This design comes from an exercise in tuning for small area, a short achievable clock period and few clock cycles per item on the open sky130 flow, not from production work. RTL that was checked went through simulation tests only; none was proved equivalent to the original. Power is estimated from default activity; no workload was simulated.

==> flow/design.v (excerpt) <==
module winnow_dec (
    input  wire        clk,
    input  wire        rst,
    input  wire        in_valid,
    output wire        in_ready,
    input  wire [7:0]  in_data,
    input  wire [6:0]  in_n,
    output wire        out_valid,
    input  wire        out_ready,
    output wire [31:0] out_data,
    output wire        out_last
);
    localparam S_HDR  = 2'd0;      
    localparam S_FLAG = 2'd1;      
    localparam S_RAW  = 2'd2;      
    localparam S_BITS = 2'd3;      
    localparam D_CODE = 1'b0;      
    localparam D_ESC  = 1'b1;      
    reg [1:0]  st;
    reg        ds;
    reg [6:0]  n;
    reg [4:0]  kk;
    reg [2:0]  lgk;                
    reg        fc;
    reg [1:0]  mode;
    reg [6:0]  cnt;                
    reg [1:0]  wc;                 
    reg        warm;               
    reg [5:0]  ar;                 
    reg [1:0]  bi;                 
    reg        irdy;               
    reg [511:0] ring;              
    reg [5:0]  s;                  
    reg [7:0]  flag_c;
    reg [31:0] fbuf;               
    reg [1:0]  c2;                 
    reg        fok;                
    reg [39:0] W;                  
    reg [5:0]  bcnt;
    reg        le32;               
    reg [7:0]  ib;                 
    reg        ibv;
    reg        rdyb;               
    reg        more;               
    reg [6:0]  lbr;                
    reg [4:0]  qacc;               
    reg        uv;
    reg [23:0] u;                  
    reg        up1, up2;           
    reg [7:0]  uflag;
    reg        ulast;
    reg        ov;
    reg [31:0] out_word;
    reg        olast;
    reg [23:0] x2;
    wire [23:0] x1 = out_word[31:8];
    assign in_ready  = irdy;
    assign out_valid = ov;
    assign out_data  = out_word;
    assign out_last  = olast;
    wire s2go    = uv && (!ov || out_ready);
    wire s1_free = !uv || s2go;
    wire [7:0] tap     = ring[32*s[5:2] +: 8];
    wire       tap_cur = (s[1:0] == 2'd0);
    wire       flag_ok = fc || fok || tap_cur;
    wire [1:0] fslot   = c2 + s[1:0];
    wire in_hdr  = (st == S_HDR);
    wire in_flag = (st == S_FLAG);
    wire in_raw  = (st == S_RAW);
    wire in_bits = (st == S_BITS);
    wire in_fire = in_valid && irdy;
  ...
clock: 10.0 ns
lec_check: 0
cap_margin: 20
core_margin: 2
core_utilization: 40
cts_cluster_diameter: 80
cts_cluster_size: 24
slew_margin: 20
tns_end_percent: 5
standard.sh (not shown) runs the stock make flow with config.mk's settings and CLKGATE_MAP_FILE= SYNTH_SCRIPT=/design/flow/synth_recipe.tcl, a recipe that flattens the netlist after the stock synthesis.
==> flow/flow/run.sh <==
#!/bin/bash
set -euo pipefail
sed "s/CLKGATE_MAP_FILE= /CLKGATE_MAP_FILE= SETUP_SLACK_MARGIN=6.3 'BUFFER_PORTS_ARGS=-buffer_cell sky130_fd_sc_hd__buf_2' /" standard.sh > standard_margin.sh
bash standard_margin.sh > make_flow.log 2>&1
Testbench counts at the start, summed over its fixed seeds: cycles 35,752, blocks 320.
Then changed:
--- a/flow/design.v
+++ b/flow/design.v
@@ -64,109 +64,100 @@
     wire       tap_cur = (s[1:0] == 2'd0);
     wire       flag_ok = fc || fok || tap_cur;
     wire [1:0] fslot   = c2 + s[1:0];
     wire in_hdr  = (st == S_HDR);
     wire in_flag = (st == S_FLAG);
     wire in_raw  = (st == S_RAW);
     wire in_bits = (st == S_BITS);
     wire in_fire = in_valid && irdy;
     wire fetch   = in_fire && in_bits;
     wire merge   = ibv && le32;
     wire raw4    = in_fire && in_raw && (bi == 2'd3);
-    wire        ones8   = &W[7:0];                   
     wire        ones4   = &W[3:0];                   
     wire [1:0]  t2      = !W[0] ? 2'd0 : !W[1] ? 2'd1 : !W[2] ? 2'd2 : 2'd3;
     wire        zero_in = !ones4 && ({4'd0, t2} < bcnt);
     wire [6:0]  bk      = {1'b0, bcnt} + {2'b11, ~kk};   
     wire        fits    = !bk[6] && ({4'd0, t2} <= bk[5:0]);   
-    wire        take8   = ones8 && (qacc <= 5'd24);
-    wire        take4   = ones4 && (qacc <= 5'd28);
     wire        code_st = (ds == D_CODE) && !warm;
     wire [1:0]  tsel    = code_st ? t2 : 2'd0;
     wire [5:0]  c_code  = ar + {4'd0, tsel};
     wire [25:0] wsh    = W[26:1] >> t2;
     wire [22:0] kmask  = ~(23'h7FFFFF << kk);
     wire [22:0] low    = wsh[22:0] & kmask;
     wire [24:0] k1     = 25'd1 << kk;
     wire [24:0] qaccK  = {20'd0, qacc} << kk;
     wire [24:0] u_rice = qaccK | (t2[0] ? k1 : 25'd0) | (t2[1] ? {k1[23:0], 1'b0} : 25'd0) |
                          {2'd0, low};
     reg        go;                 
     reg        emit;
     reg        wait_bits;          
-    reg [1:0]  csel;               
+    reg        ones;               
     reg [23:0] u_n;
     reg        warm_n;
     reg        ds_n;
     reg [4:0]  qacc_n;
     always @(*) begin
         go        = 1'b0;
         emit      = 1'b0;
         wait_bits = 1'b0;
-        csel      = 2'd0;
+        ones      = 1'b0;
         u_n       = u_rice[24:1] ^ {24{u_rice[0]}};
         warm_n    = 1'b0;
         ds_n      = ds;
         qacc_n    = qacc;
         if (ds == D_ESC) begin
             if (bcnt >= 6'd27) begin
                 go     = 1'b1;
                 emit   = 1'b1;
                 u_n    = W[24:1] ^ {24{W[0]}};
                 ds_n   = D_CODE;
             end else
                 wait_bits = 1'b1;
         end else if (warm) begin
             if (bcnt >= 6'd24) begin
                 go     = 1'b1;
                 emit   = 1'b1;
                 u_n    = W[23:0];
                 warm_n = 1'b1;
             end else
                 wait_bits = 1'b1;
-        end else if (take8) begin
+        end else if (ones4) begin
             go     = 1'b1;
-            csel   = 2'd2;
-            qacc_n = qacc + 5'd8;
-            ds_n   = (qacc == 5'd24) ? D_ESC : D_CODE;
-        end else if (take4) begin
-            go     = 1'b1;
-            csel   = 2'd1;
+            ones   = 1'b1;
             qacc_n = qacc + 5'd4;
             ds_n   = (qacc == 5'd28) ? D_ESC : D_CODE;
         end else if (zero_in && fits) begin
             go     = 1'b1;
             emit   = 1'b1;
             qacc_n = 5'd0;
         end else
             wait_bits = 1'b1;
         if (!in_bits || (emit && !(s1_free && flag_ok))) begin
             go     = 1'b0;
             emit   = 1'b0;
             ds_n   = ds;
             qacc_n = qacc;
         end
         if (!in_bits)
             wait_bits = 1'b0;
     end
-    wire [5:0]  c = (csel == 2'd2) ? 6'd8 : (csel == 2'd1) ? 6'd4 : c_code;
+    wire [5:0]  c = ones ? 6'd4 : c_code;
     wire last_code = (cnt == 7'd0);
     wire end_bits  = emit && last_code;
-    wire [39:0] W_ins  = W | (merge ? ({32'd0, ib} << bcnt) : 40'd0);
+    wire        direct = fetch && !ibv && wait_bits;
+    wire [7:0]  ins_b  = ibv ? ib : in_data;
+    wire [39:0] W_ins  = W | ((merge || direct) ? ({32'd0, ins_b} << bcnt) : 40'd0);
     wire [5:0]  bpos   = bcnt - ar;
     wire [39:0] W_a    = (W >> ar) | (merge ? ({32'd0, ib} << bpos) : 40'd0);
-    wire [39:0] W_sh   = (csel == 2'd2) ? (W_ins >> 8) :
-                         (csel == 2'd1) ? (W_ins >> 4) : (W_a >> tsel);
-    wire        direct = fetch && !ibv && wait_bits;
-    wire [39:0] W_dir  = {32'd0, in_data} << bcnt;
-    wire [39:0] W_next = go ? W_sh : (direct ? (W_ins | W_dir) : W_ins);
+    wire [39:0] W_sh   = ones ? (W_ins >> 4) : (W_a >> tsel);
+    wire [39:0] W_next = go ? W_sh : W_ins;
     wire [5:0]  bcnt_m = bcnt + (merge ? 6'd8 : 6'd0);
     wire [5:0]  bcnt_n = go ? (bcnt_m - c) : (direct ? bcnt + 6'd8 : bcnt_m);
     wire        le32_n = direct ? (bcnt <= 6'd24) :
                          ((bcnt_m <= 6'd32) || (go && c >= bcnt_m - 6'd32));
     wire [6:0]  cnt1    = (cnt == 7'd0) ? 7'd0 : cnt - 7'd1;
     wire [10:0] rest_sh = {4'd0, cnt1} << lgk;
     wire [5:0]  rest_lb = (rest_sh[10:6] != 5'd0) ? 6'd63 : rest_sh[5:0];
     wire [6:0]  held    = {1'b0, bcnt} + (ibv ? 7'd8 : 7'd0);
     wire        lb_a0   = held < lbr;
     wire        lb_a1   = (held + 7'd8) < lbr;
     wire        more_n  = wait_bits && !ibv && !fetch;
Clock skew hardly moves.
Sequential share of layout area grows by 1.6 points.
Design area shrinks by a few percent.
Register-to-register slack got worse by 0.07 ns.
Via count shrinks by roughly a tenth.
Maximum frequency shrinks by a few percent.
Wire length shrinks by roughly a tenth.
Core utilization hardly moves.
Power shrinks by a few percent.
Worst hold slack improved by 0.019 ns.
Die area shrinks by a few percent.
Only the layout flow was run in the second run of this note; the RTL was not checked for function there.

[re-timing with driven ports]
The flow's constraints put no driver on any port. The routed layouts listed below were extracted and timed again, unchanged, in two steps.
Step 1 sets driving cells, clkbuf_16 on the clock port and buf_2 on the other inputs (assumed; they add their load-dependent delay and slew).
Step 2 adds t to the input delays and takes it off the output delays; t is the mean of the earliest and latest rising clock arrival at the registers after step 1. Input paths then give back, and output paths get back, about the clock's delay inside the block.
Slacks: ideal ports / drivers / drivers and shift; pairs: ideal ports / drivers.
| run | t, ns | setup slack, ns | worst setup path at the end | slew at the worst register clock pin (ns) | worst slew at a driven data input, ns |
|---|---|---|---|---|---|
| the first run | 0.676 | 6.299 / 6.289 / 5.613 | input to register | 0.10 / 0.10 | 0.10 |
| the second run | 0.667 | 6.142 / 6.178 / 5.511 | input to register | 0.10 / 0.10 | 0.12 |
After both steps setup and hold are still met in every run listed. The setup slack of the first run, which loses most, moves by -0.010 ns with the drivers and by -0.686 ns with both steps.
